This design comes from an exercise in tuning for small area and a short achievable clock period on the open sky130 flow, not from production work. RTL that was checked went through simulation tests only; none was proved equivalent to the original. Function not checked in runs 5 to 7: the RTL went through the layout flow alone. No run shown here takes its clock network from TritonCTS; it comes from the design's own scripts or RTL. The clock port is modelled as an ideal driver, which makes a skipped or thinned clock tree look cheaper than it is; a real chip needs a root buffer or a tree. Power is estimated from default activity; no workload was simulated.

==> config.mk <==
export PLATFORM = sky130hd
export DESIGN_NAME = elem_combine
export DESIGN_NICKNAME = elem_combine
export VERILOG_FILES = /design/flow/design.v
export SDC_FILE = /design/flow/constraint.sdc
export NUM_CORES = 4
export LEC_CHECK = 0
export ABC_AREA = 1
export CAP_MARGIN = 20
export CORE_MARGIN = 2
export CORE_UTILIZATION = 60
export GPL_TIMING_DRIVEN = 1
export PLACE_DENSITY = 0.7
export SLEW_MARGIN = 20
==> constraint.sdc <==
create_clock -name core_clock -period 25.0 [get_ports {clk}]
set_input_delay 5.0000 -clock core_clock [delete_from_list [all_inputs] [get_ports {clk}]]
set_output_delay 5.0000 -clock core_clock [all_outputs]
set_load 0.01 [all_outputs]
==> design.v <==
module elem_combine (
    input  wire        clk,
    input  wire        rst,         
    input  wire        in_valid,
    input  wire [1:0]  in_op,       
    input  wire [2:0]  in_type,     
    input  wire [31:0] in_a,        
    input  wire [31:0] in_x,        
    output reg         out_valid,
    output reg  [31:0] out_res,
    output reg         out_nan,     
    output reg         out_ovf,     
    output reg         out_bad      
);
    wire i_fp32 = (in_type == 3'd1);
    wire i_bf16 = (in_type == 3'd2);
    wire i_fp16 = (in_type == 3'd3);
    wire i_int8 = (in_type == 3'd4);
    wire i_i32  = (in_type == 3'd5);
    wire i_8    = (in_type == 3'd0) | i_int8;
    wire i_fp   = i_fp32 | i_bf16 | i_fp16;
    wire i_wr   = (in_op == 2'd1);
    wire i_add  = (in_op == 2'd2);
    wire i_max  = (in_op == 2'd3);
    wire i_ok   = (i_wr & (i_8 | i_fp | i_i32)) | (i_add & (i_fp | i_i32)) |
                  (i_max & (i_fp | i_int8 | i_i32));
    reg        v0;
    reg [31:0] ra0, rx0;
    reg        ok0, add0, max0, fp0, h0, bf0, i32_0, f8_0, t_32;
    always @(posedge clk) begin
        if (rst) v0 <= 1'b0;
        else     v0 <= in_valid;
        ra0   <= in_a;
        rx0   <= in_x;
        ok0   <= i_ok;
        add0  <= i_add;
        max0  <= i_max;
        fp0   <= i_fp;
        h0    <= i_fp16;
        bf0   <= i_bf16;
        i32_0 <= i_i32;
        f8_0  <= i_8;
        t_32  <= i_fp32 | i_i32;
    end
    wire f16_0 = bf0 | h0;
    function automatic [31:0] unpack;     
        input [31:0] v;
        input        t8, t32, tbf, th;
        begin
            unpack = ({32{t32}} & v) |
                     ({32{tbf}} & {v[15:0], 16'h0}) |
                     ({32{th}}  & {v[15], 3'b000, v[14:0], 13'h0}) |
                     ({32{t8}}  & {v[7:0], 24'h0});
        end
    endfunction
    wire [31:0] a0 = unpack(ra0, f8_0, t_32, bf0, h0);
    wire [31:0] x0 = unpack(rx0, f8_0, t_32, bf0, h0);
    wire sa = a0[31];
    wire sx = x0[31];
    wire ge;
    ec_add #(31) u_cmp (.a(a0[30:0]), .b(~x0[30:0]), .ci(1'b1), .s(), .co(ge));
    wire max_a = (sa ^ sx) ? sx : ((fp0 & sa) ? ~ge : ge);
    wire iadd  = add0 & i32_0;
    wire sel_a = add0 ? (i32_0 | ge) : (max0 & max_a);
    wire [31:0] L = sel_a ? a0 : x0;
    wire [31:0] S = sel_a ? x0 : a0;
    wire a_emax = h0 ? (&a0[27:23]) : (&a0[30:23]);
    wire x_emax = h0 ? (&x0[27:23]) : (&x0[30:23]);
    wire a_fnz  = |a0[22:0];
    wire x_fnz  = |x0[22:0];
    wire a_nan  = a_emax & a_fnz;
    wire x_nan  = x_emax & x_fnz;
    wire any_inf = (a_emax & ~a_fnz) | (x_emax & ~x_fnz);
    wire add_nan = a_nan | x_nan | (a_emax & x_emax & (sa ^ sx));
    wire r_nan  = ok0 & fp0 & ((add0 & add_nan) | (max0 & (a_nan | x_nan)));
    wire r_fadd = ok0 & fp0 & add0 & ~add_nan & ~any_inf;
    wire [7:0]  itop;
    ec_add #(8) u_itop (.a(a0[31:24]), .b(x0[31:24]), .ci(1'b0), .s(itop), .co());
    wire [31:0] Lr = {iadd ? itop : L[31:24], L[23:0]};
    wire        ha = |a0[30:23];
    wire        hx = |x0[30:23];
    wire [7:0]  ea = {a0[30:24], a0[23] | ~ha};
    wire [7:0]  ex = {x0[30:24], x0[23] | ~hx};
    wire [7:0]  d;
    ec_add #(8) u_d (.a(sel_a ? ea : ex), .b(sel_a ? ~ex : ~ea), .ci(1'b1), .s(d), .co());
    wire [23:0] ms = {iadd ? x0[23] : sel_a ? hx : ha, S[22:0]};
    reg        v1;
    reg [31:0] L1;
    reg [23:0] ms1;
    reg [4:0]  d1;
    reg        big1;
    reg        iadd1, sub1, nan1, bad1, fadd1, h1, bf1, f8_1, f16_1;
    always @(posedge clk) begin
        if (rst) v1 <= 1'b0;
        else     v1 <= v0;
        L1    <= Lr;
        ms1   <= ms;
        d1    <= iadd ? 5'd0 : d[4:0];
        big1  <= ~iadd & (|d[7:5]);
        iadd1 <= iadd;
        sub1  <= ~iadd & (sa ^ sx);
        nan1  <= r_nan;
        bad1  <= ~ok0;
        fadd1 <= r_fadd;
        h1    <= h0;
        bf1   <= bf0;
        f8_1  <= f8_0;
        f16_1 <= f16_0;
    end
    wire [26:0] sh0 = {ms1, 3'b000};
    wire [26:0] sh1 = d1[0] ? {1'b0,  sh0[26:1]} : sh0;
    wire        st1 = d1[0] & sh0[0];
    wire [26:0] sh2 = d1[1] ? {2'b0,  sh1[26:2]} : sh1;
    wire        st2 = st1 | (d1[1] & (|sh1[1:0]));
    wire [26:0] sh3 = d1[2] ? {4'b0,  sh2[26:4]} : sh2;
    wire        st3 = st2 | (d1[2] & (|sh2[3:0]));
    wire [26:0] sh4 = d1[3] ? {8'b0,  sh3[26:8]} : sh3;
    wire        st4 = st3 | (d1[3] & (|sh3[7:0]));
    wire [26:0] sh5 = d1[4] ? {16'b0, sh4[26:16]} : sh4;
    wire        st5 = st4 | (d1[4] & (|sh4[15:0]));
    wire [26:0] als1 = big1 ? {26'b0, |ms1} : {sh5[26:1], sh5[0] | st5};
    wire        hl = |L1[30:23];
    wire [7:0]  el = {L1[30:24], L1[23] | ~hl};
    wire [23:0] ml = {iadd1 ? L1[23] : hl, L1[22:0]};
    wire [27:0] sum;
    ec_add #(27) u_add (.a({ml, 3'b000}), .b(als1 ^ {27{sub1}}), .ci(sub1),
                        .s(sum[26:0]), .co(sum[27]));
    wire        cy = sum[27] & ~sub1;
    wire [7:0]  itop1 = L1[31:24] + 8'd1;
    wire [27:0] s28 = {cy, sum[26:0]};
    reg  [4:0]  lzr;
    integer k;
    always @(*) begin
        lzr = 5'd28;
        for (k = 0; k < 28; k = k + 1)
            if (s28[k]) lzr = 5'd27 - k[4:0];
    end
    wire [4:0]  lz = ((el[7:5] == 3'd0) && (el[4:0] < lzr)) ? el[4:0] : lzr;
    reg        v2;
    reg [31:0] L2;
    reg [4:0]  sumh2;
    wire [27:0] sum2 = {sumh2, L2[22:0]};
    reg [4:0]  lz2;
    reg        nan2, bad2, fadd2, zs2, h2, bf2, f8_2, f16_2;
    always @(posedge clk) begin
        if (rst) v2 <= 1'b0;
        else     v2 <= v1;
        L2    <= fadd1 ? {L1[31:23], sum[22:0]} :
                 iadd1 ? {cy ? itop1 : L1[31:24], sum[26:3]} : L1;
        sumh2 <= {cy, sum[26:23]};
        lz2   <= lz;
        nan2  <= nan1;
        bad2  <= bad1;
        fadd2 <= fadd1;
        zs2   <= L1[31] & ~sub1 & ~(|L1[30:0]);    
        h2    <= h1;
        bf2   <= bf1;
        f8_2  <= f8_1;
        f16_2 <= f16_1;
    end
    wire [7:0]  e2 = {L2[30:24], L2[23] | ~(|L2[30:23])};
    wire        sl = L2[31];
    wire [27:0] n28 = sum2 << lz2;
    wire [26:0] nrm = {n28[27:2], n28[1] | n28[0]};
    wire [8:0]  e_n = {1'b0, e2} + 9'd1 - {4'b0, lz2};
    wire        hid = nrm[26];
    wire        zero_sum = ~(|sum2);
    wire        g_32 = nrm[2],  st_32 = |nrm[1:0],  l_32 = nrm[3];
    wire        g_16 = nrm[15], st_16 = |nrm[14:0], l_16 = nrm[16];
    wire        g_bf = nrm[18], st_bf = |nrm[17:0], l_bf = nrm[19];
    wire        rnd = h2  ? (g_16 & (st_16 | l_16)) :
                      bf2 ? (g_bf & (st_bf | l_bf)) :
                            (g_32 & (st_32 | l_32));
    wire [22:0] frac_t = nrm[25:3];
    wire [22:0] inc = h2  ? {9'h0, rnd, 13'h0} :
                      bf2 ? {6'h0, rnd, 16'h0} : {22'h0, rnd};
    wire [8:0]  ef = {e_n[8:1], e_n[0] & hid};
    wire [31:0] pk;
    ec_add #(32) u_rnd (.a({ef, frac_t}), .b({9'd0, inc}), .ci(1'b0), .s(pk), .co());
    wire        f_ones = h2 ? (&nrm[25:16]) : bf2 ? (&nrm[25:19]) : (&nrm[25:3]);
    wire        e_top  = h2 ? (ef[8:5] == 4'd0) & (&ef[4:1]) : ~ef[8] & (&ef[7:1]);
    wire        e_ge   = h2 ? (|ef[8:5]) | (&ef[4:0]) : ef[8] | (&ef[7:0]);
    wire        ovf    = e_ge | (e_top & ~ef[0] & f_ones & rnd);
    reg [31:0] ru;
    always @(*) begin
        if (bad2)
            ru = 32'h0;
        else if (nan2)
            ru = {1'b0, h2 ? 8'h1F : 8'hFF, 23'h40_0000};
        else if (fadd2) begin
            if (zero_sum)
                ru = {zs2, 31'h0};
            else if (ovf)
                ru = {sl, h2 ? 8'h1F : 8'hFF, 23'h0};
            else
                ru = {sl, pk[30:0]};
        end else
            ru = L2;
    end
    wire [31:0] res = f8_2  ? {24'h0, ru[31:24]} :
                      h2    ? {16'h0, ru[31], ru[27:13]} :
                      f16_2 ? {16'h0, ru[31:16]} : ru;
    wire        r_ovf = fadd2 & ~zero_sum & ovf;
    always @(posedge clk) begin
        if (rst) out_valid <= 1'b0;
        else     out_valid <= v2;
        out_res <= res;
        out_nan <= nan2;
        out_ovf <= r_ovf;
        out_bad <= bad2;
    end
endmodule
module ec_add #(parameter W = 8) (
    input  wire [W-1:0] a,
    input  wire [W-1:0] b,
    input  wire         ci,
    output wire [W-1:0] s,
    output wire         co
);
    reg [W:0] G, P, Gn, Pn;
    integer lv, i, j;
    always @(*) begin
        G = {a & b, ci};
        P = {a ^ b, 1'b0};
        for (lv = 0; (1 << lv) < W + 1; lv = lv + 1) begin
            Gn = G;
            Pn = P;
            for (i = 0; i < W + 1; i = i + 1)
                if ((i >> lv) & 1) begin
                    j = ((i >> lv) << lv) - 1;
                    Gn[i] = G[i] | (P[i] & G[j]);
                    Pn[i] = P[i] & P[j];
                end
            G = Gn;
            P = Pn;
        end
    end
    assign s  = a ^ b ^ G[W-1:0];
    assign co = G[W];
endmodule
==> flow/run.sh <==
#!/bin/bash
# Standard layout (standard.sh) with three changes:
#  - port buffers are buf_1 cells (the resizer upsizes those that need it)
#  - the clock tree is built by flow/mycts.tcl (a balanced two-level tree:
#    clock port -> MYCTS_ROOTS root buffers -> leaf buffers -> flip-flops),
#    sourced through ORFS's PRE_CTS_TCL hook in place of TritonCTS
#  - the resizer's setup repair aims for SETUP_SLACK_MARGIN of slack
set -euo pipefail
W=$PWD
export SETUP_SLACK_MARGIN=19.2
export BUFFER_PORTS_ARGS="-buffer_cell sky130_fd_sc_hd__buf_1"
export PRE_CTS_TCL=$W/flow/mycts.tcl
export MYCTS_PER_LEAF=18
export MYCTS_ROOTS=4
bash standard.sh > standard.log 2>&1
==> flow/mycts.tcl <==
# Two-level clock tree, built by hand before the CTS step (sourced as
# PRE_CTS_TCL): the clock port drives MYCTS_ROOTS root clkbuf_16, which drive K leaf
# clkbuf_16, each driving one geometric cluster (k-means) of the flip-flops.
# Every flip-flop sees the same two buffers, so the tree is balanced; the
# CTS step's own clock_tree_synthesis call is then left out.
proc mycts_build {} {
  set block [ord::get_db_block]
  set db [ord::get_db]
  set master [$db findMaster sky130_fd_sc_hd__clkbuf_16]
  set clknet [$block findNet clk]
  set sinks [$clknet getITerms]
  set n [llength $sinks]
  set xs {}; set ys {}
  foreach it $sinks {
    set bb [[$it getInst] getBBox]
    lappend xs [expr {([$bb xMin] + [$bb xMax]) / 2.0}]
    lappend ys [expr {([$bb yMin] + [$bb yMax]) / 2.0}]
  }
  set K [expr {int(ceil($n / double($::env(MYCTS_PER_LEAF))))}]
  # initial centroids: sinks spread along a serpentine order
  set order [lsort -real -indices $xs]
  set cx {}; set cy {}
  for {set k 0} {$k < $K} {incr k} {
    set i [lindex $order [expr {int(($k + 0.5) * $n / $K)}]]
    lappend cx [lindex $xs $i]; lappend cy [lindex $ys $i]
  }
  set cap [expr {int(ceil(1.15 * $n / $K))}]
  for {set iter 0} {$iter < 30} {incr iter} {
    # capacity-limited assignment: nearest centroid with room, points taken
    # in order of their best distance
    set pref {}
    for {set i 0} {$i < $n} {incr i} {
      set best 1e30
      for {set k 0} {$k < $K} {incr k} {
        set dd [expr {abs([lindex $xs $i] - [lindex $cx $k]) + abs([lindex $ys $i] - [lindex $cy $k])}]
        if {$dd < $best} { set best $dd }
      }
      lappend pref [list $i $best]
    }
    set pref [lsort -real -index 1 $pref]
    set cnt [lrepeat $K 0]
    set asg [lrepeat $n 0]
    foreach p $pref {
      set i [lindex $p 0]
      set best 1e30; set bk 0
      for {set k 0} {$k < $K} {incr k} {
        if {[lindex $cnt $k] >= $cap} continue
        set dd [expr {abs([lindex $xs $i] - [lindex $cx $k]) + abs([lindex $ys $i] - [lindex $cy $k])}]
        if {$dd < $best} { set best $dd; set bk $k }
      }
      lset asg $i $bk
      lset cnt $bk [expr {[lindex $cnt $bk] + 1}]
    }
    set sx [lrepeat $K 0.0]; set sy [lrepeat $K 0.0]
    for {set i 0} {$i < $n} {incr i} {
      set k [lindex $asg $i]
      lset sx $k [expr {[lindex $sx $k] + [lindex $xs $i]}]
      lset sy $k [expr {[lindex $sy $k] + [lindex $ys $i]}]
    }
    for {set k 0} {$k < $K} {incr k} {
      if {[lindex $cnt $k] > 0} {
        lset cx $k [expr {[lindex $sx $k] / [lindex $cnt $k]}]
        lset cy $k [expr {[lindex $sy $k] / [lindex $cnt $k]}]
      }
    }
  }
  # root buffers: the leaf buffers split into R groups by angle around their
  # centre; each group gets a root buffer at its centre, driven by the port
  set R $::env(MYCTS_ROOTS)
  set mx 0.0; set my 0.0
  for {set k 0} {$k < $K} {incr k} { set mx [expr {$mx + [lindex $cx $k]}]; set my [expr {$my + [lindex $cy $k]}] }
  set mx [expr {$mx / $K}]; set my [expr {$my / $K}]
  set ang {}
  for {set k 0} {$k < $K} {incr k} { lappend ang [expr {atan2([lindex $cy $k] - $my, [lindex $cx $k] - $mx)}] }
  set byang [lsort -real -indices $ang]
  set grp [lrepeat $K 0]
  for {set j 0} {$j < $K} {incr j} { lset grp [lindex $byang $j] [expr {$j * $R / $K}] }
  for {set r 0} {$r < $R} {incr r} {
    set gx 0.0; set gy 0.0; set gn 0
    for {set k 0} {$k < $K} {incr k} {
      if {[lindex $grp $k] == $r} { set gx [expr {$gx + [lindex $cx $k]}]; set gy [expr {$gy + [lindex $cy $k]}]; incr gn }
    }
    set root [odb::dbInst_create $block $master clkbuf_root_${r}_clk]
    set rnet [odb::dbNet_create $block clk_root_${r}]
    $rnet setSigType CLOCK
    [$root findITerm A] connect $clknet
    [$root findITerm X] connect $rnet
    $root setLocation [expr {int($gx / $gn)}] [expr {int($gy / $gn)}]
    $root setPlacementStatus PLACED
  }
  for {set k 0} {$k < $K} {incr k} {
    set leaf [odb::dbInst_create $block $master clkbuf_leaf_${k}_clk]
    set lnet [odb::dbNet_create $block clk_leaf_${k}]
    $lnet setSigType CLOCK
    [$leaf findITerm A] connect [$block findNet clk_root_[lindex $grp $k]]
    [$leaf findITerm X] connect $lnet
    $leaf setLocation [expr {int([lindex $cx $k])}] [expr {int([lindex $cy $k])}]
    $leaf setPlacementStatus PLACED
  }
  for {set i 0} {$i < $n} {incr i} {
    set it [lindex $sinks $i]
    set lnet [$block findNet clk_leaf_[lindex $asg $i]]
    $it disconnect
    $it connect $lnet
  }
  puts "mycts: $n sinks, $K leaf buffers, leaf sizes $cnt"
}
mycts_build
proc clock_tree_synthesis {args} {
  puts "mycts: clock tree built by hand; clock_tree_synthesis $args left out"
  set_propagated_clock [all_clocks]
}
==> standard.sh <==
#!/bin/bash
# synth_recipe.tcl (not shown) runs the flow's synth.tcl, then flattens the netlist and writes it again
# the make line also repeats each setting of config.mk as NAME=value (left out here)
make -C /OpenROAD-flow-scripts/flow DESIGN_CONFIG=/design/flow/config.mk WORK_HOME=/design/flow/orfs CLKGATE_MAP_FILE= SYNTH_SCRIPT=/design/flow/synth_recipe.tcl "${@:-finish}"
==> results.toml, run 1 <==
[global_routing]
overflow = 0
antenna_found_initial = 0
global_route_wire_length_before_repair_um = 76210
first_global_vias = 14968
grt_util_overall_pct = 35.13
grt_max_degree = 71

[setup_path]
register_to_register_setup_slack_ps = 19390
critical_path.reg2reg.endpoint = "lz2[3]$_DFF_P_"
top_fanout_value_on_the_critical_path = 1
crit_path_start = "out_res[17]$_SDFF_PP0_"
r2r.worst_path.cells = 28
path_depth = 1
worst-setup-path-type = "reg2out"
r2r_start = "d1[2]$_SDFF_PP0_"
critical_path.n_buffers_inverters = 1
worst_setup_path_endpoint = "out_res[17]"
crit_chain = "buf_1"
timing.critical_path.arrival_ps = 780
worst_path_largest_cell_delay_ps = 320
critical_path.endpoint_type = "output pin"
timing.critical_path.from_type = "flip-flop"
crit_path_top_delay_cell = "sky130_fd_sc_hd__dfxtp_1"
worst-endpoint-required_ps = 20000
critPathTopFamily = "flip-flops"

[logic_synthesis]
synth.yosys.warnings = 5
synth_enable_flop_cells = 0
synth_ff_type = "sky130_fd_sc_hd__dfxtp_1"
ys_seq_area_share_pct = 29.93
asyncSetResetFlopFracSynth_pct = 0
post_synth_num_cell_types = 66
synth-seq-cells = 233
synthesis.area_per_instance_um2 = 6.562
number_of_nets_in_the_synthesized_netlist = 2545
post_synth_inst_count = 2375
syn_area_um2 = 15580

[sta]
postLayoutSetupSlackWorst_ps = 19220
final.period_utilization_pct = 23.10
setup-tns-final_ps = 0
maxSlewViolCount = 0
hold_slack_ps = 319.5
finalCriticalPeriod_ps = 5775
unrepaired_setup_endpoints_after_global_routing = "false"
clock-skew-final_ps = 39.10
worst_slew_margin_rel_pct = 39.18
final_report_hold_violation_count = 0
setup_failing_eps_final = 0
worstMarginPinSlew_ps = 911.1
timing.fmax_ghz = 0.1731

[layout]
layout_overhead_on_the_synthesized_area_pct = 8.856
mostFrequentLayoutCells = "630 x sky130_fd_sc_hd__nand2_1, 279 x sky130_fd_sc_hd__inv_1, 225 x sky130_fd_sc_hd__dfxtp_1"
antenna-diode-count = 0
layout.area.seq_um2 = 4684
finish.cell_count_without_fillers = 2778
nets = 2620
layout.core_utilization_pct = 66.98
final_layout_size_suffix_gt1_share_pct = 7.067
most_common_library_cell_in_the_layout_ignoring_fill_and_taps = "sky130_fd_sc_hd__nand2_1"
multi_input_comb_area_um2 = 9474
fill_count = 2326

[power_and_ir_drop]
powerDensity_nw_per_um2 = 95.01
worst_ir_drop_vdd_mv = 0.05876
static-leakage-power_uw = 0.008022

[routing]
postRouteWirelength_um = 49670
drt_iter0_markers = 1829
routed-via-count = 16488
drt_pre_antenna_iters = 6
vias_per_cell = 5.935
drc_violations = 0
ant_nets = 0
routed_wire_length_per_instance_um = 17.88

[place]
gp_routability_congestion = 1.041
dp_worst_setup_slack_ps = 18770
placed_cells_incl_taps = 2729
place_hpwl_um = 38070
buffer_ports.inserted = 107

[cts]
worst_skew_pair.late_latency_ps = 310
cts.clk_slew.worst_paths_ps = 80

[run]
maxCapViolations = 0

[run_status]
run_status = "finished clean"

[floorplanning]
initial_utilization_pct = 61.53
fp.dieH_um = 165.2
io_pins = 108
design.core.area_um2 = 25330
die-width_um = 165.2
floorplan.die_area_um2 = 27280
placementRows = 58

[min_path]
worstHoldPathType = "reg2reg"
## how the worst min path moves through the flow
| stage | start | end | slack [ps] | depth (start not counted) |
|---|---|---|---|---|
| after global placement | f8_1$_DFF_P_ | f8_2$_DFF_P_ | 310 | 0 |
| after floorplan | bad1$_DFF_P_ | bad2$_DFF_P_ | 310 | 0 |
| final | nan1$_DFF_P_ | nan2$_DFF_P_ | 320 | 0 |
| after CTS | nan1$_DFF_P_ | nan2$_DFF_P_ | 320 | 0 |
| after detailed placement | f8_1$_DFF_P_ | f8_2$_DFF_P_ | 310 | 0 |
| after global routing | nan1$_DFF_P_ | nan2$_DFF_P_ | 330 | 0 |
## cells by family after synthesis
logic type               share of synthesized area, %
flip-flops                                      29.93
XOR/XNOR                                        3.541
buffers and inverters                           10.01
AND/OR/NAND/NOR                                 31.22
AO/OA/AOI/OAI                                   16.43
adder cells (fa/ha/maj)                         8.157
multiplexers                                   0.7066
## state kept, by name, indices dropped and copies added (netlist names), 5 cells and up
name and cells:
L1 32, L2 32, d1 5, lz2 5
ms1 24, out_res 32, ra0 32, rx0 32
sumh2 5
## synth_stat cells, drive strengths merged (3+ instances only)
library cell	count	share of area [%]
nand2	650	16
inv	292	7.0
o21ai	249	8.2
dfxtp	233	30
nand3	183	6.1
nor2	176	4.6
a21oi	92	3.0
ha	92	7.4
clkbuf	61	1.5
xor2	53	3.0
nor3	37	1.3
nand4	35	1.5
buf	34	1.3
o22ai	32	1.3
nor4	29	1.3
o211ai	22	1.1
a31oi	14	0.56
mux2i	11	0.71
xnor2	10	0.56
a22o	8	0.45
clkinv	7	0.18
fa	6	0.77
or2	5	0.20
a22oi	4	0.19
o31ai	4	0.19
a21o	3	0.14
a221oi	3	0.17
o21bai	3	0.14
o221ai	3	0.17
## per-layer routing
layer | global-route usage, % | up-vias | wire, µm
met3 | 4.620 | 229 | 3732
met2 | 58.56 | 862 | 22870
met4 | 19.76 | 0 | 3279
li1 | - | 7977 | -
met5 | 0 | - | 0
met1 | 43.86 | 7420 | 19790
## what timing repair did
item | 4_1_cts | 5_1_grt
hold buffers | 0 | 0
setup endpoints to repair | 7 | 51
gates cloned | 2 | 5
pin swaps | 0 | 10
setup buffers | 0 | 25
resized for setup | 10 | 90
## area by class of cell
class | instances | share of cell area [%]
well taps | 330 | 2.434
repair inverters | 6 | 0.2213
multi-input cells | 1748 | 55.85
flip-flops and latches | 233 | 27.61
repair buffers | 145 | 4.433
plain buffers | 17 | 2.508
inverters | 299 | 6.941
## metrics by stage
| step | cell area [µm²] | power (µW) |
|---|---|---|
| global route | 16960 | 1724 |
| floorplan | 15580 | 1086 |
| detailed placement | 16060 | 1286 |
| finish | 16960 | 1612 |
| global placement | 16060 | 1279 |
| CTS | 16520 | 1521 |
## power by group
group,internal (µW),switching [µW]
sequential,414,48.1
combinational,294,623
clock,121,111
total,830,782
==> run 2, diff against run 1 <==
--- a/flow/run.sh
+++ b/flow/run.sh
@@ -9,6 +9,6 @@
 W=$PWD
-export SETUP_SLACK_MARGIN=19.2
+export SETUP_SLACK_MARGIN=19.3
 export BUFFER_PORTS_ARGS="-buffer_cell sky130_fd_sc_hd__buf_1"
 export PRE_CTS_TCL=$W/flow/mycts.tcl
-export MYCTS_PER_LEAF=18
+export MYCTS_PER_LEAF=16
 export MYCTS_ROOTS=4
--- a/config.mk
+++ b/config.mk
@@ -11,3 +11,2 @@
 export CORE_UTILIZATION = 60
-export GPL_TIMING_DRIVEN = 1
 export PLACE_DENSITY = 0.7
==> run 2 against run 1 <==
Compared with the run above:
- die area unchanged
- via count up 0.15%
- wire length up 0.58%
- worst setup slack better by 37 ps
- register-to-register slack better by 120 ps
- combinational power up 2.2%
- cell count up 0.18%
- synthesized cell count unchanged
- first-iteration DRC count down 1.1%
- critical path depth unchanged
- clock skew down 1.8 ps
- sequential cell count unchanged
- critical endpoint is now out_res[13]
- largest cell class unchanged
==> results.toml, run 2 <==
[run_status]
run_status = "finished clean"

[setup_path]
r2r_start = "d1[0]$_SDFF_PP0_"
crit_path_start = "out_res[13]$_SDFF_PP0_"
top_fanout_value_on_the_critical_path = 1
crit_path_top_delay_cell = "sky130_fd_sc_hd__dfxtp_1"
worst-setup-path-type = "reg2out"
worst_path_largest_cell_delay_ps = 320
timing.critical_path.arrival_ps = 740
timing.critical_path.from_type = "flip-flop"
critPathTopFamily = "flip-flops"
worst-endpoint-required_ps = 20000
crit_chain = "buf_2"
critical_path.n_buffers_inverters = 1
critical_path.endpoint_type = "output pin"

[routing]
drt_pre_antenna_iters = 6
postRouteWirelength_um = 49960
drt_iter0_markers = 1808
ant_nets = 0
vias_per_cell = 5.934
drc_violations = 0
routed-via-count = 16513
routed_wire_length_per_instance_um = 17.95

[logic_synthesis]
synth_enable_flop_cells = 0
proportion_of_netlist_area_held_by_the_largest_area_contributor_pct = 29.93
synth.most_common_cell = "sky130_fd_sc_hd__nand2_1"
ys_seq_area_share_pct = 29.93
syn_area_um2 = 15580
synth.yosys.warnings = 5
synthesis.area_per_instance_um2 = 6.562
post_synth_inst_count = 2375
synth_ff_type = "sky130_fd_sc_hd__dfxtp_1"
synthTopCellsByCount = "633 x sky130_fd_sc_hd__nand2_1, 283 x sky130_fd_sc_hd__inv_1, 233 x sky130_fd_sc_hd__dfxtp_1"
synth_area_leaders = "sky130_fd_sc_hd__dfxtp_1 30%, sky130_fd_sc_hd__nand2_1 15%, sky130_fd_sc_hd__ha_1 7.4%"
post_synth_num_cell_types = 66
asyncSetResetFlopFracSynth_pct = 0
number_of_nets_in_the_synthesized_netlist = 2545
synth-seq-cells = 233
post-synth-top-area-cell = "sky130_fd_sc_hd__dfxtp_1"

[cts]
ctsHoldBuffers = 0
cts.clk_slew.worst_paths_ps = 70
worst_skew_pair.late_latency_ps = 310

[min_path]
worstHoldPathType = "reg2reg"
holdCritStartpoint = "f8_1$_DFF_P_"

[global_routing]
first_global_vias = 14981
overflow = 0
global_route_wire_length_before_repair_um = 76200
grt_util_overall_pct = 35.19
grt_max_degree = 71
antenna_found_initial = 0

[layout]
antenna-diode-count = 0
multi_input_comb_area_um2 = 9540
layout.core_utilization_pct = 68.25
mostFrequentLayoutCells = "627 x sky130_fd_sc_hd__nand2_1, 280 x sky130_fd_sc_hd__inv_1, 208 x sky130_fd_sc_hd__dfxtp_1"
layout.area.seq_um2 = 4706
final_layout_size_suffix_gt1_share_pct = 9.539
most_common_library_cell_in_the_layout_ignoring_fill_and_taps = "sky130_fd_sc_hd__nand2_1"
layout_overhead_on_the_synthesized_area_pct = 10.93
fill_count = 2265
nets = 2625

[sta]
finalCriticalPeriod_ps = 5739
timing.fmax_ghz = 0.1743
setup-tns-final_ps = 0
setup_failing_eps_final = 0
clock-skew-final_ps = 37.25
worstMarginPinSlew_ps = 925.2
maxSlewViolCount = 0
final.period_utilization_pct = 22.95
unrepaired_setup_endpoints_after_global_routing = "true"
final_report_hold_violation_count = 0
worst_slew_margin_rel_pct = 38.23

[floorplanning]
design.core.area_um2 = 25330
io_pins = 108
fp.dieH_um = 165.2
placementRows = 58
initial_utilization_pct = 61.53
floorplan.die_area_um2 = 27280
die-width_um = 165.2

[place]
buffer_ports.inserted = 107
gp_routability_congestion = 1.041
place_hpwl_um = 38070

[power_and_ir_drop]
powerDensity_nw_per_um2 = 95.49
static-leakage-power_uw = 0.008240
worst_ir_drop_vdd_mv = 0.06659

[run]
maxCapViolations = 0
run 2: layer usage:
metal | wire, µm | global-route usage (%) | vias up
met5 | 0 | 0 | -
met2 | 23160 | 59.05 | 857
met1 | 19550 | 43.22 | 7444
li1 | - | - | 7999
met4 | 3371 | 20.04 | 0
met3 | 3883 | 5.095 | 213
run 2: area by class of cell:
| class | instances | area share [%] |
|---|---|---|
| buffer | 19 | 2.750 |
| timing repair buffer | 150 | 5.472 |
| tap | 330 | 2.389 |
| multi-input combinational | 1748 | 55.19 |
| sequential | 233 | 27.22 |
| timing repair inverter | 4 | 0.1809 |
| inverter | 299 | 6.796 |
run 2: final timing paths:
path                                        to  slack (ps)  cells after the start
worst max-delay path               out_res[13]       19260                      1
worst min register to register    f8_2$_DFF_P_         330                      0
worst max register to register  lz2[3]$_DFF_P_       19510                     31
worst min-delay path              f8_2$_DFF_P_         330                      0
run 2: logic make-up after synthesis:
group / after synthesis / share of synthesized area (%)
and+or+nand+nor: 1123 / 31.22
AOI/OAI and AO/OA: 453 / 16.43
buffers and inverters: 394 / 10.01
DFF: 233 / 29.93
adders and majority gates: 98 / 8.157
xor gates and xnor gates: 63 / 3.541
muxes: 11 / 0.7066
run 2: timing repair:
| item | 4_1_cts | 5_1_grt |
|---|---|---|
| endpoints found under the hold margin | 0 | 0 |
| gates resized for setup | 57 | 123 |
| setup endpoints to repair | 45 | 78 |
| buffers inserted | 0 | 29 |
| gates cloned | 2 | 4 |
| pin swaps | 0 | 14 |
run 2: where the power goes:
group	internal [µW]	switching, µW
combinational	310	627
clock	135	114
sequential	415	49.8
total	860	791
run 2: stage by stage:
step	hold slack, ps	worst slack [ps]	instances	power (µW)	cell area, µm²
after floorplan	309.6	19660	2375	1086	15580
after global placement	310.4	19090	2729	1279	16060
after detailed placement	313.2	18770	2729	1286	16060
after CTS	328.4	19260	2750	1542	16650
after global routing	337.0	19130	2783	1769	17290
final	327.4	19260	2783	1651	17290
==> run 3, diff against run 2 <==
--- a/flow/run.sh
+++ b/flow/run.sh
@@ -12,3 +12,3 @@
 export PRE_CTS_TCL=$W/flow/mycts.tcl
-export MYCTS_PER_LEAF=16
+export MYCTS_PER_LEAF=22
 export MYCTS_ROOTS=4
==> run 3 against run 2 <==
Compared with the run above:
- still clean on timing, DRC and antenna
- cell count unchanged
- total power down 1.1%
- worst hold slack better by 4.3 ps
- worst setup slack got worse by 29 ps
- wire length rose by 1.4%
- clock skew fell by 4.3 ps
- sequential share of layout area about the same
- critical path depth did not move
- sequential power barely moved
- synthesized cell count did not move
- critical path type unchanged
- largest cell class unchanged
==> results.toml, run 3 <==
[run_status]
run_status = "finished clean"

[layout]
most_common_library_cell_in_the_layout_ignoring_fill_and_taps = "sky130_fd_sc_hd__nand2_1"
layout.core_utilization_pct = 68.27
fill_count = 2264
final_layout_size_suffix_gt1_share_pct = 9.947
antenna-diode-count = 0
mostFrequentLayoutCells = "626 x sky130_fd_sc_hd__nand2_1, 280 x sky130_fd_sc_hd__inv_1, 206 x sky130_fd_sc_hd__dfxtp_1"
multi_input_comb_area_um2 = 9578
finish.cell_count_without_fillers = 2783
layout_overhead_on_the_synthesized_area_pct = 10.95
layout.area.seq_um2 = 4708
nets = 2625

[sta]
setup-tns-final_ps = 0
setup_failing_eps_final = 0
final.period_utilization_pct = 23.07
final_report_hold_violation_count = 0
worstMarginPinSlew_ps = 919.6
timing.fmax_ghz = 0.1734
maxSlewViolCount = 0
postLayoutSetupSlackWorst_ps = 19230
finalCriticalPeriod_ps = 5767
unrepaired_setup_endpoints_after_global_routing = "true"
worst_slew_margin_rel_pct = 38.61
clock-skew-final_ps = 32.99

[logic_synthesis]
synth-compound-area-share_pct = 16.43
largest_family_of_logic_cells_by_synthesized_area = "simple AND/OR/NAND/NOR gates"
synth.most_common_cell = "sky130_fd_sc_hd__nand2_1"
adder_cell_area_share_of_the_yosys_netlist_pct = 8.157
number_of_nets_in_the_synthesized_netlist = 2545
ys_seq_area_share_pct = 29.93
syn_area_um2 = 15580
post_synth_inst_count = 2375
post_synthesis_share_of_cell_area_spent_on_and_or_nand_and_nor_gates_pct = 31.22
proportion_of_netlist_area_held_by_the_largest_area_contributor_pct = 29.93
synth_xor_area_share_pct = 3.541
synth_enable_flop_cells = 0
post-synth-top-area-cell = "sky130_fd_sc_hd__dfxtp_1"
synthTopCellsByCount = "633 x sky130_fd_sc_hd__nand2_1, 283 x sky130_fd_sc_hd__inv_1, 233 x sky130_fd_sc_hd__dfxtp_1"
synth_area_leaders = "sky130_fd_sc_hd__dfxtp_1 30%, sky130_fd_sc_hd__nand2_1 15%, sky130_fd_sc_hd__ha_1 7.4%"
post_synth_num_cell_types = 66
synth.yosys.warnings = 5
synth.area.mux_share_pct = 0.7065
asyncSetResetFlopFracSynth_pct = 0
synth-seq-cells = 233
synth_ff_type = "sky130_fd_sc_hd__dfxtp_1"
synthesis.area_per_instance_um2 = 6.562

[global_routing]
grt.busiest_layer = "met2"
grt_max_degree = 71
global_route.usage.met1_pct = 43.52
use_met2_pct = 59.43
antenna_found_initial = 0
global_route_wire_length_before_repair_um = 76420
overflow = 0
met3_usage_pct = 5.020
grt_util_overall_pct = 35.28
first_global_vias = 14903

[cts]
worst_skew_pair.late_latency_ps = 310
cts.clk_slew.worst_paths_ps = 90

[routing]
vias_per_cell = 5.968
routed-via-count = 16609
routed_wire_length_per_instance_um = 18.21
drc_violations = 0
postRouteWirelength_um = 50680
ant_nets = 0
drt_pre_antenna_iters = 6
drt_iter0_markers = 1877

[power_and_ir_drop]
seqPwrFrac_pct = 28.6
p_clk_share_pct = 13.3
worst_ir_drop_vdd_mv = 0.07109
power.switching_fraction_pct = 48.72
powerDensity_nw_per_um2 = 94.40
power_switching_uw = 795.2
static-leakage-power_uw = 0.008217
comb_power_share_pct = 58.1
intPower_uw = 837.0

[place]
gp_routability_congestion = 1.041
dp_worst_setup_slack_ps = 18770
place_hpwl_um = 38070
placed_cells_incl_taps = 2729
buffer_ports.inserted = 107

[setup_path]
worst-setup-path-type = "reg2out"
r2r_start = "d1[0]$_SDFF_PP0_"
r2r.worst_path.cells = 33
critical_path.n_buffers_inverters = 1
worst-endpoint-required_ps = 20000
crit_chain = "buf_6"
top_fanout_value_on_the_critical_path = 1
crit_path_top_delay_cell = "sky130_fd_sc_hd__dfxtp_2"
timing.critical_path.from_type = "flip-flop"
critical_path.endpoint_type = "output pin"
path_depth = 1
critPathTopFamily = "flip-flops"
timing.critical_path.arrival_ps = 770
worst_path_largest_cell_delay_ps = 340
crit_path_start = "out_res[26]$_SDFF_PP0_"

[floorplanning]
io_pins = 108
die-width_um = 165.2
floorplan.die_area_um2 = 27280
design.core.area_um2 = 25330
placementRows = 58
initial_utilization_pct = 61.53
fp.dieH_um = 165.2

[min_path]
holdPathStages = 0
worstHoldPathType = "reg2reg"
holdCritStartpoint = "nan1$_DFF_P_"

[run]
maxCapViolations = 0
[run 3: final cells by class]
| type | count | area share (%) |
|---|---|---|
| plain buffers | 15 | 2.171 |
| inverters | 299 | 6.802 |
| multi-input cells | 1748 | 55.39 |
| flip-flops and latches | 233 | 27.23 |
| well taps | 330 | 2.388 |
| repair buffers | 152 | 5.738 |
| repair inverters | 6 | 0.2750 |
[run 3: cell families (layout without fill, tap and decap cells)]
logic type      Yosys count  after routing
simple gates           1123           1123
compound gates          453            453
fa+ha+maj                98             98
mux                      11             11
flops                   233            233
buf+inv                 394            472
xor+xnor                 63             63
[run 3: through the flow]
stage	area (µm²)	power (µW)	hold WS (ps)
4_1_cts	16550	1507	331.5
3_5_place_dp	16060	1286	313.2
5_1_grt	17290	1747	342.3
3_3_place_gp	16060	1279	310.4
6_report	17290	1632	331.7
2_1_floorplan	15580	1086	309.6
[run 3: power by group through the flow]
stage               Clock [µW]  Combinational, µW  Sequential, µW
floorplan                    0                643             443
global placement             0                814             465
detailed placement           0                820             466
CTS                        217                830             460
global route               232               1040             471
finish                     217                949             467
[run 3: worst reg2reg max path: cells and delay by family, from the launching register on]
kind / cells / cell delay (ps)
AO/OA/AOI/OAI: 14 / 2530
AND/OR/NAND/NOR: 10 / 1010
adder cells (fa/ha/maj): 3 / 910
buffers and inverters: 6 / 640
flip-flops: 1 / 410
[run 3: path summary, 6_finish.rpt]
check	endpoint	slack, ps
max	out_res[26]	19230
min reg2reg	nan2$_DFF_P_	330
min	nan2$_DFF_P_	330
max reg2reg	lz2[3]$_DFF_P_	19380
[run 3: layer usage]
metal / routed length (µm) / part of all wire (%) / up-vias
met5: 0 / 0 / -
met4: 3370 / 6.7 / 0
met3: 4083 / 8.1 / 225
met2: 23400 / 46 / 908
met1: 19820 / 39 / 7501
li1: - / - / 7975
[run 3: timing repair]
action                                 CTS  global route
resized for setup                       58           136
cloned                                   2             6
buffers inserted                         0            31
endpoints found under the hold margin    0             0
pin swaps                                0            24
setup endpoints to repair               44            78
hold buffers                             0             0
==> run 4, diff against run 3 <==
--- a/flow/run.sh
+++ b/flow/run.sh
@@ -9,3 +9,3 @@
 W=$PWD
-export SETUP_SLACK_MARGIN=19.3
+export SETUP_SLACK_MARGIN=19.2
 export BUFFER_PORTS_ARGS="-buffer_cell sky130_fd_sc_hd__buf_1"
==> run 4 against run 3 <==
Compared with the run above:
- synthesized cell count unchanged
- sequential power decreased by 1%
- maximum frequency decreased by 0.24%
- worst hold slack gained 0.64 ps
- global-route usage about the same
- critical path type unchanged
- critical endpoint is now out_valid
- largest cell class unchanged
- highest routed layer unchanged
==> results.toml, run 4 <==
[run_status]
run_status = "finished clean"

[global_routing]
grt_max_degree = 71
global_route_wire_length_before_repair_um = 76500
first_global_vias = 14892
grt.busiest_layer = "met2"
use_met2_pct = 59.70
global_route.usage.met1_pct = 43.60
overflow = 0
antenna_found_initial = 0
grt_util_overall_pct = 35.32
met3_usage_pct = 5.020

[sta]
setup-tns-final_ps = 0
maxSlewViolCount = 0
final_report_hold_violation_count = 0
timing.fmax_ghz = 0.1730
final.period_utilization_pct = 23.13
setup_failing_eps_final = 0
clock-skew-final_ps = 32.44
unrepaired_setup_endpoints_after_global_routing = "false"
finalCriticalPeriod_ps = 5782
worst_slew_margin_rel_pct = 37.67
worstMarginPinSlew_ps = 930.8

[layout]
multi_input_comb_area_um2 = 9464
antenna-diode-count = 0
most_common_library_cell_in_the_layout_ignoring_fill_and_taps = "sky130_fd_sc_hd__nand2_1"
fill_count = 2344
nets = 2613
fin_area_um2 = 16900
final_layout_size_suffix_gt1_share_pct = 7.579
layout.area.seq_um2 = 4688
finish.cell_count_without_fillers = 2771
layout_overhead_on_the_synthesized_area_pct = 8.415
mostFrequentLayoutCells = "630 x sky130_fd_sc_hd__nand2_1, 280 x sky130_fd_sc_hd__inv_1, 222 x sky130_fd_sc_hd__dfxtp_1"

[setup_path]
timing.critical_path.arrival_ps = 780
worst-endpoint-required_ps = 20000
critical_path.endpoint_type = "output pin"
top_fanout_value_on_the_critical_path = 1
critPathTopFamily = "flip-flops"
timing.critical_path.from_type = "flip-flop"
critical_path.n_buffers_inverters = 1
worst_path_largest_cell_delay_ps = 350
crit_chain = "buf_2"
worst-setup-path-type = "reg2out"
register_to_register_setup_slack_ps = 19430
crit_path_top_delay_cell = "sky130_fd_sc_hd__dfxtp_2"

[logic_synthesis]
ys_seq_area_share_pct = 29.93
number_of_nets_in_the_synthesized_netlist = 2545
proportion_of_netlist_area_held_by_the_largest_area_contributor_pct = 29.93
synthesis.area_per_instance_um2 = 6.562
synthTopCellsByCount = "633 x sky130_fd_sc_hd__nand2_1, 283 x sky130_fd_sc_hd__inv_1, 233 x sky130_fd_sc_hd__dfxtp_1"
synth.most_common_cell = "sky130_fd_sc_hd__nand2_1"
synth-seq-cells = 233
post-synth-top-area-cell = "sky130_fd_sc_hd__dfxtp_1"
synth_ff_type = "sky130_fd_sc_hd__dfxtp_1"
post_synth_num_cell_types = 66
synth_area_leaders = "sky130_fd_sc_hd__dfxtp_1 30%, sky130_fd_sc_hd__nand2_1 15%, sky130_fd_sc_hd__ha_1 7.4%"
post_synth_inst_count = 2375
syn_area_um2 = 15580
asyncSetResetFlopFracSynth_pct = 0
synth.yosys.warnings = 5
synth_enable_flop_cells = 0

[routing]
drt_pre_antenna_iters = 6
drc_violations = 0
ant_nets = 0
routed_wire_length_per_instance_um = 17.97
routed-via-count = 16498
vias_per_cell = 5.954
drt_iter0_markers = 1948
postRouteWirelength_um = 49800

[place]
place_hpwl_um = 38070
dpl_cell_area_um2 = 16060
buffer_ports.inserted = 107
placed_cells_incl_taps = 2729
gp_routability_congestion = 1.041

[power_and_ir_drop]
powerDensity_nw_per_um2 = 94.23
worst_ir_drop_vdd_mv = 0.07110
static-leakage-power_uw = 0.008051

[floorplanning]
design.core.area_um2 = 25330
initial_utilization_pct = 61.53
die-width_um = 165.2
floorplan.die_area_um2 = 27280
placementRows = 58
io_pins = 108
fp.dieH_um = 165.2

[cts]
worst_skew_pair.late_latency_ps = 310
cts.clk_slew.worst_paths_ps = 90

[min_path]
worstHoldPathType = "reg2reg"

[run]
maxCapViolations = 0
-- run 4: cells by family after synthesis --
logic type / Yosys count / synth area share [%]
compound gates: 453 / 16.43
xor+xnor: 63 / 3.541
fa+ha+maj: 98 / 8.157
buf+inv: 394 / 10.01
flops: 233 / 29.93
mux: 11 / 0.7066
simple gates: 1123 / 31.22
-- run 4: power by group --
part | switching (µW) | leakage, µW | internal [µW]
clock network | 108 | 0.000185 | 108
registers | 48.1 | 0.00194 | 414
logic | 622 | 0.00592 | 293
-- run 4: per-layer routing --
metal  vias to the layer above  part of all wire [%]
met2                       894                    46
met4                         0                   6.3
li1                       7951                     -
met1                      7452                    39
met3                       201                   8.3
met5                         -                     0
-- run 4: final cells by class --
cell class	count	area share, %
tap	330	2.444
inverter	299	6.947
timing repair buffer	142	4.458
sequential	233	27.75
timing repair inverter	4	0.1629
multi-input combinational	1748	56.02
buffer	15	2.222
-- run 4: timing repair --
| item | CTS | global route |
|---|---|---|
| cloned | 2 | 3 |
| resized for setup | 14 | 108 |
| endpoints found under the setup margin | 11 | 68 |
| hold buffers | 0 | 0 |
| buffers inserted | 0 | 22 |
| hold endpoints to repair | 0 | 0 |
| pin swaps | 0 | 8 |
-- run 4: through the flow --
step / power, µW / setup WS, ps / hold slack [ps] / utilization, %
2_1_floorplan: 1086 / 19660 / 309.6 / -
3_3_place_gp: 1279 / 19090 / 310.4 / 63.40
3_5_place_dp: 1286 / 18770 / 313.2 / 63.40
4_1_cts: 1505 / 19200 / 331.5 / 65.03
5_1_grt: 1707 / 19130 / 342.2 / 66.71
6_report: 1592 / 19220 / 332.3 / 66.71
-- run 4: final timing paths --
kind,from,to,cells after the start
max,out_valid$_SDFF_PP0_,out_valid,1
min,nan1$_DFF_P_,nan2$_DFF_P_,0
max reg2reg,d1[0]$_SDFF_PP0_,lz2[3]$_DFF_P_,36
min reg2reg,nan1$_DFF_P_,nan2$_DFF_P_,0
==> run 5, diff against run 4 <==
--- a/design.v
+++ b/design.v
@@ -44,3 +44,2 @@
     end
-    wire f16_0 = bf0 | h0;
     function automatic [31:0] unpack;     
@@ -91,3 +90,3 @@
     reg        big1;
-    reg        iadd1, sub1, nan1, bad1, fadd1, h1, bf1, f8_1, f16_1;
+    reg        iadd1, sub1, nan1, bad1, fadd1, h1, bf1, f8_1;
     always @(posedge clk) begin
@@ -107,3 +106,2 @@
         f8_1  <= f8_0;
-        f16_1 <= f16_0;
     end
@@ -143,3 +141,3 @@
     reg [4:0]  lz2;
-    reg        nan2, bad2, fadd2, zs2, h2, bf2, f8_2, f16_2;
+    reg        nan2, bad2, fadd2, zs2, h2, bf2, f8_2;
     always @(posedge clk) begin
@@ -158,3 +156,2 @@
         f8_2  <= f8_1;
-        f16_2 <= f16_1;
     end
@@ -174,7 +171,13 @@
     wire [22:0] frac_t = nrm[25:3];
-    wire [22:0] inc = h2  ? {9'h0, rnd, 13'h0} :
-                      bf2 ? {6'h0, rnd, 16'h0} : {22'h0, rnd};
     wire [8:0]  ef = {e_n[8:1], e_n[0] & hid};
-    wire [31:0] pk;
-    ec_add #(32) u_rnd (.a({ef, frac_t}), .b({9'd0, inc}), .ci(1'b0), .s(pk), .co());
+    wire [31:0] rv = {ef, frac_t};
+    wire [31:0] below = h2 ? 32'h0000_1FFF : bf2 ? 32'h0000_FFFF : 32'h0;
+    reg  [31:0] cin;
+    integer q;
+    always @(*) begin
+        cin[0] = rnd;
+        for (q = 1; q < 32; q = q + 1)
+            cin[q] = cin[q-1] & (rv[q-1] | below[q-1]);
+    end
+    wire [31:0] pk = rv ^ (cin & ~below);
     wire        f_ones = h2 ? (&nrm[25:16]) : bf2 ? (&nrm[25:19]) : (&nrm[25:3]);
@@ -201,3 +204,3 @@
                       h2    ? {16'h0, ru[31], ru[27:13]} :
-                      f16_2 ? {16'h0, ru[31:16]} : ru;
+                      bf2   ? {16'h0, ru[31:16]} : ru;
     wire        r_ovf = fadd2 & ~zero_sum & ovf;
==> run 5 against run 4 <==
Compared with the run above:
- sequential power fell by 1%
- critical endpoint is now out_res[12]
- synthesized cell count fell by 2.5%
- worst hold slack barely moved
- still clean
- core utilization rose by 4.4 points
- clock power barely moved
- via count fell by 1.0%
- global-route usage barely moved
- sequential cell count fell by 2
==> results.toml, run 5 <==
[run_status]
run_status = "finished clean"

[setup_path]
worst-setup-path-type = "reg2out"
worst_path_largest_cell_delay_ps = 330
critical_path.n_buffers_inverters = 1
top_fanout_value_on_the_critical_path = 1
crit_path_top_delay_cell = "sky130_fd_sc_hd__dfxtp_1"
timing.critical_path.from_type = "flip-flop"
r2r.worst_path.cells = 40
critical_path.endpoint_type = "output pin"
timing.critical_path.arrival_ps = 780
critPathTopFamily = "flip-flops"
path_depth = 1
worst-endpoint-required_ps = 20000
crit_chain = "buf_2"

[min_path]
worstHoldPathType = "reg2reg"
holdPathStages = 0

[layout]
antenna-diode-count = 0
finish.cell_count_without_fillers = 2771
nets = 2620
most_common_library_cell_in_the_layout_ignoring_fill_and_taps = "sky130_fd_sc_hd__nand2_1"
final_layout_size_suffix_gt1_share_pct = 13.03
layout_overhead_on_the_synthesized_area_pct = 16.03
fill_count = 2117
layout.core_utilization_pct = 71.10
mostFrequentLayoutCells = "562 x sky130_fd_sc_hd__nand2_1, 279 x sky130_fd_sc_hd__inv_1, 222 x sky130_fd_sc_hd__dfxtp_1"

[sta]
timing.fmax_ghz = 0.1730
unrepaired_setup_endpoints_after_global_routing = "true"
setup-tns-final_ps = 0
worst_slew_margin_rel_pct = 34.55
clock-skew-final_ps = 54.85
final_report_hold_violation_count = 0
worstMarginPinSlew_ps = 957.0
finalCriticalPeriod_ps = 5781
final.period_utilization_pct = 23.12
setup_failing_eps_final = 0
maxSlewViolCount = 0

[logic_synthesis]
synth-seq-cells = 231
asyncSetResetFlopFracSynth_pct = 0
synth.most_common_cell = "sky130_fd_sc_hd__nand2_1"
synth_ff_type = "sky130_fd_sc_hd__dfxtp_1"
post-synth-top-area-cell = "sky130_fd_sc_hd__dfxtp_1"
syn_area_um2 = 15470
post_synth_num_cell_types = 70
synth_area_leaders = "sky130_fd_sc_hd__dfxtp_1 30%, sky130_fd_sc_hd__nand2_1 14%, sky130_fd_sc_hd__ha_1 8.0%"
post_synth_inst_count = 2315
synthesis.area_per_instance_um2 = 6.685
synth_enable_flop_cells = 0
synth.yosys.warnings = 4
proportion_of_netlist_area_held_by_the_largest_area_contributor_pct = 29.88
synthTopCellsByCount = "569 x sky130_fd_sc_hd__nand2_1, 286 x sky130_fd_sc_hd__inv_1, 231 x sky130_fd_sc_hd__dfxtp_1"
number_of_nets_in_the_synthesized_netlist = 2492
ys_seq_area_share_pct = 29.88

[routing]
drc_violations = 0
vias_per_cell = 5.891
routed-via-count = 16325
drt_iter0_markers = 1929
postRouteWirelength_um = 50170
drt_pre_antenna_iters = 9
ant_nets = 0
routed_wire_length_per_instance_um = 18.11

[run]
maxCapViolations = 0

[floorplanning]
initial_utilization_pct = 61.28
placementRows = 58
floorplan.die_area_um2 = 27090
io_pins = 108
fp.dieH_um = 164.6
die-width_um = 164.6
design.core.area_um2 = 25250

[cts]
cts.clk_slew.worst_paths_ps = 90
worst_skew_pair.late_latency_ps = 320
ctsHoldBuffers = 0

[power_and_ir_drop]
power_switching_uw = 767.2
p_clk_share_pct = 12.8
comb_power_share_pct = 60.2
intPower_uw = 924.5
power.switching_fraction_pct = 45.35
static-leakage-power_uw = 0.008294
seqPwrFrac_pct = 27.0
powerDensity_nw_per_um2 = 94.22
worst_ir_drop_vdd_mv = 0.07867

[place]
placed_cells_incl_taps = 2666
gp_routability_congestion = 0.9938
buffer_ports.inserted = 107
place_hpwl_um = 37550

[global_routing]
grt_util_overall_pct = 35.32
grt_max_degree = 78
overflow = 0
first_global_vias = 14745
antenna_found_initial = 0
global_route_wire_length_before_repair_um = 76520
==> run 5: power by group through the flow <==
stage / clock network [µW] / registers [µW] / logic (µW)
after floorplan: 0 / 437 / 578
after global placement: 0 / 455 / 723
after detailed placement: 0 / 456 / 730
after CTS: 218 / 451 / 885
after global routing: 230 / 461 / 1110
final: 217 / 457 / 1020
==> run 5: logic make-up after synthesis <==
family          Yosys count  share of synthesized area [%]
buf+inv                 399                          10.39
compound gates          470                          17.54
mux                      14                         0.9055
xor+xnor                 54                          3.202
fa+ha+maj               105                          8.781
simple gates           1042                          29.30
flops                   231                          29.88
==> run 5: final timing paths <==
| path | startpoint | end | slack (ps) |
|---|---|---|---|
| setup / recovery | out_res[12]$_SDFF_PP0_ | out_res[12] | 19220 |
| hold / removal | bad1$_DFF_P_ | bad2$_DFF_P_ | 330 |
| setup reg to reg | lz2[0]$_DFF_P_ | out_res[14]$_SDFF_PP0_ | 19270 |
| hold reg to reg | bad1$_DFF_P_ | bad2$_DFF_P_ | 330 |
==> run 5: through the flow <==
| stage | worst slack [ps] | instance area [µm²] | hold WS [ps] | power [µW] |
|---|---|---|---|---|
| floorplan | 19530 | 15470 | 309.6 | 1015 |
| global route | 19090 | 17950 | 354.1 | 1798 |
| global placement | 18210 | 15910 | 310.4 | 1178 |
| detailed placement | 18090 | 15910 | 312.1 | 1186 |
| CTS | 19190 | 17260 | 332.5 | 1554 |
| finish | 19220 | 17950 | 332.5 | 1692 |
==> run 5: what timing repair did <==
item | 4_1_cts | 5_1_grt
pin swaps | 21 | 35
gates resized for setup | 113 | 145
cloned | 9 | 2
setup buffers | 62 | 17
endpoints found under the setup margin | 30 | 41
==> run 5: area by class of cell <==
| type | instances | area (µm²) | area share, % |
|---|---|---|---|
| plain buffers | 15 | 375.4 | 2.091 |
| inverters | 301 | 1180 | 6.571 |
| multi-input cells | 1685 | 9803 | 54.60 |
| flip-flops and latches | 231 | 4648 | 25.89 |
| well taps | 330 | 412.9 | 2.300 |
| repair buffers | 204 | 1500 | 8.355 |
| repair inverters | 5 | 35.03 | 0.1951 |
==> run 5: routing by layer <==
metal	GRT usage (%)	wire (µm)
met1	46.38	20120
met2	59.38	23300
met3	3.616	4182
met4	14.70	2565
met5	0	0
==> run 6, diff against run 5 <==
--- a/flow/run.sh
+++ b/flow/run.sh
@@ -12,3 +12,3 @@
 export PRE_CTS_TCL=$W/flow/mycts.tcl
-export MYCTS_PER_LEAF=22
+export MYCTS_PER_LEAF=16
 export MYCTS_ROOTS=4
==> run 6 against run 5 <==
Compared with the run above:
- still clean
- area after synthesis unchanged
- global-route usage about the same
- design area decreased by 0.11%
- maximum frequency decreased by 0.36%
- total power increased by 0.73%
- core utilization decreased by 0.079 points
- clock power increased by 15%
- sequential power about the same
- worst hold slack got worse by 4.8 ps
- sequential share of layout area about the same
- synthesized cell count unchanged
- critical endpoint is now out_res[14]
==> results.toml, run 6 <==
[run_status]
run_status = "finished clean"

[layout]
antenna-diode-count = 0
layout_overhead_on_the_synthesized_area_pct = 15.90
most_common_library_cell_in_the_layout_ignoring_fill_and_taps = "sky130_fd_sc_hd__nand2_1"
final_layout_size_suffix_gt1_share_pct = 12.78
finish.cell_count_without_fillers = 2772
fill_count = 2124
mostFrequentLayoutCells = "561 x sky130_fd_sc_hd__nand2_1, 281 x sky130_fd_sc_hd__inv_1, 222 x sky130_fd_sc_hd__dfxtp_1"
nets = 2621

[routing]
drt_pre_antenna_iters = 6
routed_wire_length_per_instance_um = 18.12
drc_violations = 0
vias_per_cell = 5.899
routed-via-count = 16351
ant_nets = 0
postRouteWirelength_um = 50220
drt_iter0_markers = 2006

[place]
buffer_ports.inserted = 107
gp_routability_congestion = 0.9938
placed_cells_incl_taps = 2666
place_hpwl_um = 37550

[min_path]
holdPathStages = 0
holdCritStartpoint = "h1$_DFF_P_"
worstHoldEndpoint = "h2$_DFF_P_"
worstHoldPathType = "reg2reg"

[logic_synthesis]
synth_area_leaders = "sky130_fd_sc_hd__dfxtp_1 30%, sky130_fd_sc_hd__nand2_1 14%, sky130_fd_sc_hd__ha_1 8.0%"
ys_seq_area_share_pct = 29.88
asyncSetResetFlopFracSynth_pct = 0
synth_ff_type = "sky130_fd_sc_hd__dfxtp_1"
synthTopCellsByCount = "569 x sky130_fd_sc_hd__nand2_1, 286 x sky130_fd_sc_hd__inv_1, 231 x sky130_fd_sc_hd__dfxtp_1"
post_synth_num_cell_types = 70
synth.yosys.warnings = 4
syn_area_um2 = 15470
synth.most_common_cell = "sky130_fd_sc_hd__nand2_1"
post-synth-top-area-cell = "sky130_fd_sc_hd__dfxtp_1"
number_of_nets_in_the_synthesized_netlist = 2492
proportion_of_netlist_area_held_by_the_largest_area_contributor_pct = 29.88
post_synth_inst_count = 2315
synth-seq-cells = 231
synthesis.area_per_instance_um2 = 6.685
synth_enable_flop_cells = 0

[setup_path]
critical_path.n_buffers_inverters = 1
worst_path_largest_cell_delay_ps = 350
timing.critical_path.arrival_ps = 800
r2r_start = "lz2[0]$_DFF_P_"
timing.critical_path.from_type = "flip-flop"
worst-setup-path-type = "reg2out"
crit_chain = "buf_2"
critical_path.endpoint_type = "output pin"
critical_path.reg2reg.endpoint = "out_res[12]$_SDFF_PP0_"
worst-endpoint-required_ps = 20000
register_to_register_setup_slack_ps = 19250
r2r.worst_path.cells = 51
crit_path_start = "out_res[14]$_SDFF_PP0_"
top_fanout_value_on_the_critical_path = 1
critPathTopFamily = "flip-flops"
crit_path_top_delay_cell = "sky130_fd_sc_hd__dfxtp_1"

[sta]
worstMarginPinSlew_ps = 948.5
worst_slew_margin_rel_pct = 35.13
finalCriticalPeriod_ps = 5801
clock-skew-final_ps = 50.17
final.period_utilization_pct = 23.20
maxSlewViolCount = 0
setup-tns-final_ps = 0
setup_failing_eps_final = 0
unrepaired_setup_endpoints_after_global_routing = "true"
final_report_hold_violation_count = 0
timing.fmax_ghz = 0.1724

[power_and_ir_drop]
comb_power_share_pct = 58.5
power_switching_uw = 764.9
worst_ir_drop_vdd_mv = 0.07540
p_clk_share_pct = 14.7
static-leakage-power_uw = 0.008324
power.switching_fraction_pct = 44.89
intPower_uw = 939.2
seqPwrFrac_pct = 26.8
powerDensity_nw_per_um2 = 95.02

[global_routing]
grt_max_degree = 78
overflow = 0
antenna_found_initial = 0
grt_util_overall_pct = 35.32
first_global_vias = 14767
global_route_wire_length_before_repair_um = 76520

[cts]
worst_skew_pair.late_latency_ps = 320
ctsHoldBuffers = 0
cts.clk_slew.worst_paths_ps = 80

[floorplanning]
initial_utilization_pct = 61.28
fp.dieH_um = 164.6
floorplan.die_area_um2 = 27090
die-width_um = 164.6
placementRows = 58
design.core.area_um2 = 25250
io_pins = 108

[run]
maxCapViolations = 0
[run 6: how the worst max path moves through the flow]
| stage | slack, ps | cells after the start | endpoint |
|---|---|---|---|
| 2_1_floorplan | 19530 | 36 | out_res[14]$_SDFF_PP0_ |
| 3_3_place_gp | 18210 | 34 | out_res[14]$_SDFF_PP0_ |
| 3_5_place_dp | 18090 | 34 | out_res[14]$_SDFF_PP0_ |
| 4_1_cts | 19200 | 1 | out_res[3] |
| 5_1_grt | 19070 | 51 | out_res[12]$_SDFF_PP0_ |
| 6_report | 19200 | 1 | out_res[14] |
[run 6: area by class of cell]
cell class,count,area (µm²),share of cell area (%)
multi-input combinational,1685,9732,54.26
timing repair buffer,201,1455,8.114
timing repair inverter,5,35.03,0.1953
inverter,301,1176,6.558
tap,330,412.9,2.302
sequential,231,4648,25.92
buffer,19,475.5,2.651
[run 6: metal layers]
layer  global-route usage (%)  share of wire, %  vias to the layer above
li1                         -                 -                     7883
met1                    46.34                41                     7431
met2                    59.62                46                      870
met3                    3.717               8.1                      167
met4                    14.19               4.9                        0
met5                        0                 0                        -
[run 6: kinds of logic after synthesis]
logic type / after synthesis / share of synthesized area [%]
compound gates: 470 / 17.54
xor+xnor: 54 / 3.202
fa+ha+maj: 105 / 8.781
buf+inv: 399 / 10.39
flops: 231 / 29.88
mux: 14 / 0.9055
simple gates: 1042 / 29.30
[run 6: what timing repair did]
action | in CTS | in global routing
endpoints found under the setup margin | 32 | 44
cloned | 8 | 2
pin swaps | 16 | 31
setup buffers | 57 | 20
endpoints found under the hold margin | 0 | 0
gates resized for setup | 101 | 140
[run 6: metrics by stage]
stage	power, µW	instance area, µm²	hold slack (ps)	worst slack [ps]	utilization (%)
6_report	1704	17930	327.8	19200	71.02
5_1_grt	1809	17930	331.7	19070	71.02
4_1_cts	1571	17250	328.3	19200	68.31
3_5_place_dp	1186	15910	312.1	18090	63.01
3_3_place_gp	1178	15910	310.4	18210	63.01
2_1_floorplan	1015	15470	309.6	19530	-
[run 6: power by group through the flow]
stage,Sequential [µW],Combinational [µW],Clock [µW]
2_1_floorplan,437,578,0
3_3_place_gp,455,723,0
3_5_place_dp,456,730,0
4_1_cts,451,868,252
5_1_grt,461,1080,265
6_report,457,997,250
==> run 7, diff against run 6 <==
--- a/design.v
+++ b/design.v
@@ -174,8 +174,16 @@
     wire [31:0] below = h2 ? 32'h0000_1FFF : bf2 ? 32'h0000_FFFF : 32'h0;
-    reg  [31:0] cin;
-    integer q;
-    always @(*) begin
-        cin[0] = rnd;
-        for (q = 1; q < 32; q = q + 1)
-            cin[q] = cin[q-1] & (rv[q-1] | below[q-1]);
+    reg  [31:0] pa, pn, cin;
+    integer q, lv, j;
+    always @(*) begin
+        pa = rv | below;
+        for (lv = 0; lv < 5; lv = lv + 1) begin
+            pn = pa;
+            for (q = 0; q < 32; q = q + 1)
+                if ((q >> lv) & 1) begin
+                    j = ((q >> lv) << lv) - 1;
+                    pn[q] = pa[q] & pa[j];
+                end
+            pa = pn;
+        end
+        cin = {pa[30:0], 1'b1} & {32{rnd}};
     end
--- a/flow/run.sh
+++ b/flow/run.sh
@@ -12,3 +12,3 @@
 export PRE_CTS_TCL=$W/flow/mycts.tcl
-export MYCTS_PER_LEAF=16
+export MYCTS_PER_LEAF=22
 export MYCTS_ROOTS=4
==> run 7 against run 6 <==
Compared with the run above:
- global-route usage decreased by 1.2 points
- sequential cell count unchanged
- synthesized cell count increased by 2.1%
- largest cell class unchanged
- sequential power decreased by 2%
==> results.toml, run 7 <==
[logic_synthesis]
adder_cell_area_share_of_the_yosys_netlist_pct = 7.690
synth.yosys.warnings = 4
post_synth_num_cell_types = 65
synth_xor_area_share_pct = 3.236
ys_seq_area_share_pct = 30.05
synth-compound-area-share_pct = 18.14
synth-seq-cells = 231
synth_ff_type = "sky130_fd_sc_hd__dfxtp_1"
synth_enable_flop_cells = 0
post_synthesis_share_of_cell_area_spent_on_and_or_nand_and_nor_gates_pct = 29.95
post-synth-top-area-cell = "sky130_fd_sc_hd__dfxtp_1"
synth.area.mux_share_pct = 0.4552
synth_area_leaders = "sky130_fd_sc_hd__dfxtp_1 30%, sky130_fd_sc_hd__nand2_1 14%, sky130_fd_sc_hd__o21ai_0 8.0%"

[global_routing]
overflow = 0
antenna_found_initial = 1
grt_util_overall_pct = 34.11
grt_max_degree = 71

[routing]
routed-via-count = 16410
vias_per_cell = 5.899
drt_pre_antenna_iters = 9
drc_violations = 0

[power_and_ir_drop]
p_total_uw = 1624
static-leakage-power_uw = 0.008101

[layout]
fill_count = 2213
finish.cell_count_without_fillers = 2782
final_layout_size_suffix_gt1_share_pct = 10.07

[run_status]
run_status = "finished clean"

[sta]
maxSlewViolCount = 0
finalCriticalPeriod_ps = 5835
setup_failing_eps_final = 0
clock-skew-final_ps = 20.95
setup-tns-final_ps = 0

[run]
maxCapViolations = 0

[setup_path]
register_to_register_setup_slack_ps = 19170
worst_setup_path_endpoint = "lz2[4]$_DFF_P_"
crit_path_top_delay_cell = "sky130_fd_sc_hd__dfxtp_4"
timing.critical_path.arrival_ps = 6080
timing.critical_path.from_type = "flip-flop"
worst-endpoint-required_ps = 25250
r2r_start = "d1[0]$_SDFF_PP0_"
critical_path.reg2reg.endpoint = "lz2[4]$_DFF_P_"
worst-setup-path-type = "reg2reg"

[floorplanning]
placementRows = 58
initial_utilization_pct = 61.12
fp.dieH_um = 164.2
floorplan.die_area_um2 = 26950
io_pins = 108

[place]
place_hpwl_um = 37020

[cts]
worst_skew_pair.late_latency_ps = 300
## run 7: cell count changes after synthesis, sizes merged, moves of 5 or more
cell | previous run | this run
nor2 | 182 | 191
ha | 99 | 85
buf | 40 | 35
o21ai | 255 | 266
o21bai | 0 | 10
nand2 | 592 | 612
mux2i | 14 | 7
xor2 | 43 | 48
inv | 295 | 312
a21oi | 95 | 88
## run 7: where the power goes
part,total (µW),switching (µW),internal [µW]
Combinational,957,630,327
Sequential,450,41.9,408
Clock,216,109,108
Total,1620,781,843
## run 7: worst max-delay path, delay by kind of cell (launching register included)
| kind | cells | cell delay, ps |
|---|---|---|
| flip-flops | 1 | 410 |
| buffers and inverters | 5 | 490 |
| AND/OR/NAND/NOR | 23 | 2460 |
| adder cells (fa/ha/maj) | 2 | 480 |
| XOR/XNOR | 1 | 240 |
| AO/OA/AOI/OAI | 10 | 1680 |
## run 7: worst min path at each step
| stage | end | cells after the start |
|---|---|---|
| 2_1_floorplan | bad2$_DFF_P_ | 0 |
| 3_3_place_gp | bad2$_DFF_P_ | 0 |
| 3_5_place_dp | bad2$_DFF_P_ | 0 |
| 4_1_cts | bad2$_DFF_P_ | 0 |
| 5_1_grt | nan2$_DFF_P_ | 0 |
| 6_report | nan2$_DFF_P_ | 0 |
## run 7: per-stage QoR
stage / instance area (µm²) / hold slack (ps) / worst slack, ps
after detailed placement: 15890 / 317.1 / 18180
after global routing: 17280 / 342.7 / 18910
after floorplan: 15390 / 309.6 / 19490
final: 17280 / 337.6 / 19170
after CTS: 16460 / 337.8 / 19210
after global placement: 15890 / 310.5 / 18560
## run 7: cell families after synthesis
kind of cell,count (synthesis)
flip-flops,231
AND/OR/NAND/NOR,1082
XOR/XNOR,56
AO/OA/AOI/OAI,485
buffers and inverters,412
multiplexers,7
adder cells (fa/ha/maj),91
## run 7: per-layer routing
layer	vias to the layer above	share of wire [%]
met5	-	0
met4	0	6.8
met3	254	7.4
met2	913	48
met1	7307	38
li1	7936	-
## run 7: cell type report
cell class                      count  area (µm²)  share of cell area (%)
Sequential cell                   231        4637                   26.83
Inverter                          317        1230                   7.117
Tap cell                          330       412.9                   2.389
Timing Repair Buffer              163       975.9                   5.647
Timing Repair inverter              5       40.04                  0.2317
Buffer                             15       375.4                   2.172
Multi-Input combinational cell   1721        9610                   55.61
## run 7: timing repair
item	4_1_cts	5_1_grt
resized for setup	25	155
buffers inserted	11	30
cloned	1	6
pin swaps	4	44
setup endpoints to repair	5	33

Check on run 7: ideal ports give 19.165 ns setup slack; a clkbuf_16 on the clock port and buf_2 on the inputs give 19.124 ns; moving port delays by the midpoint clock arrival (0.393 ns) as well gives 19.165 ns.
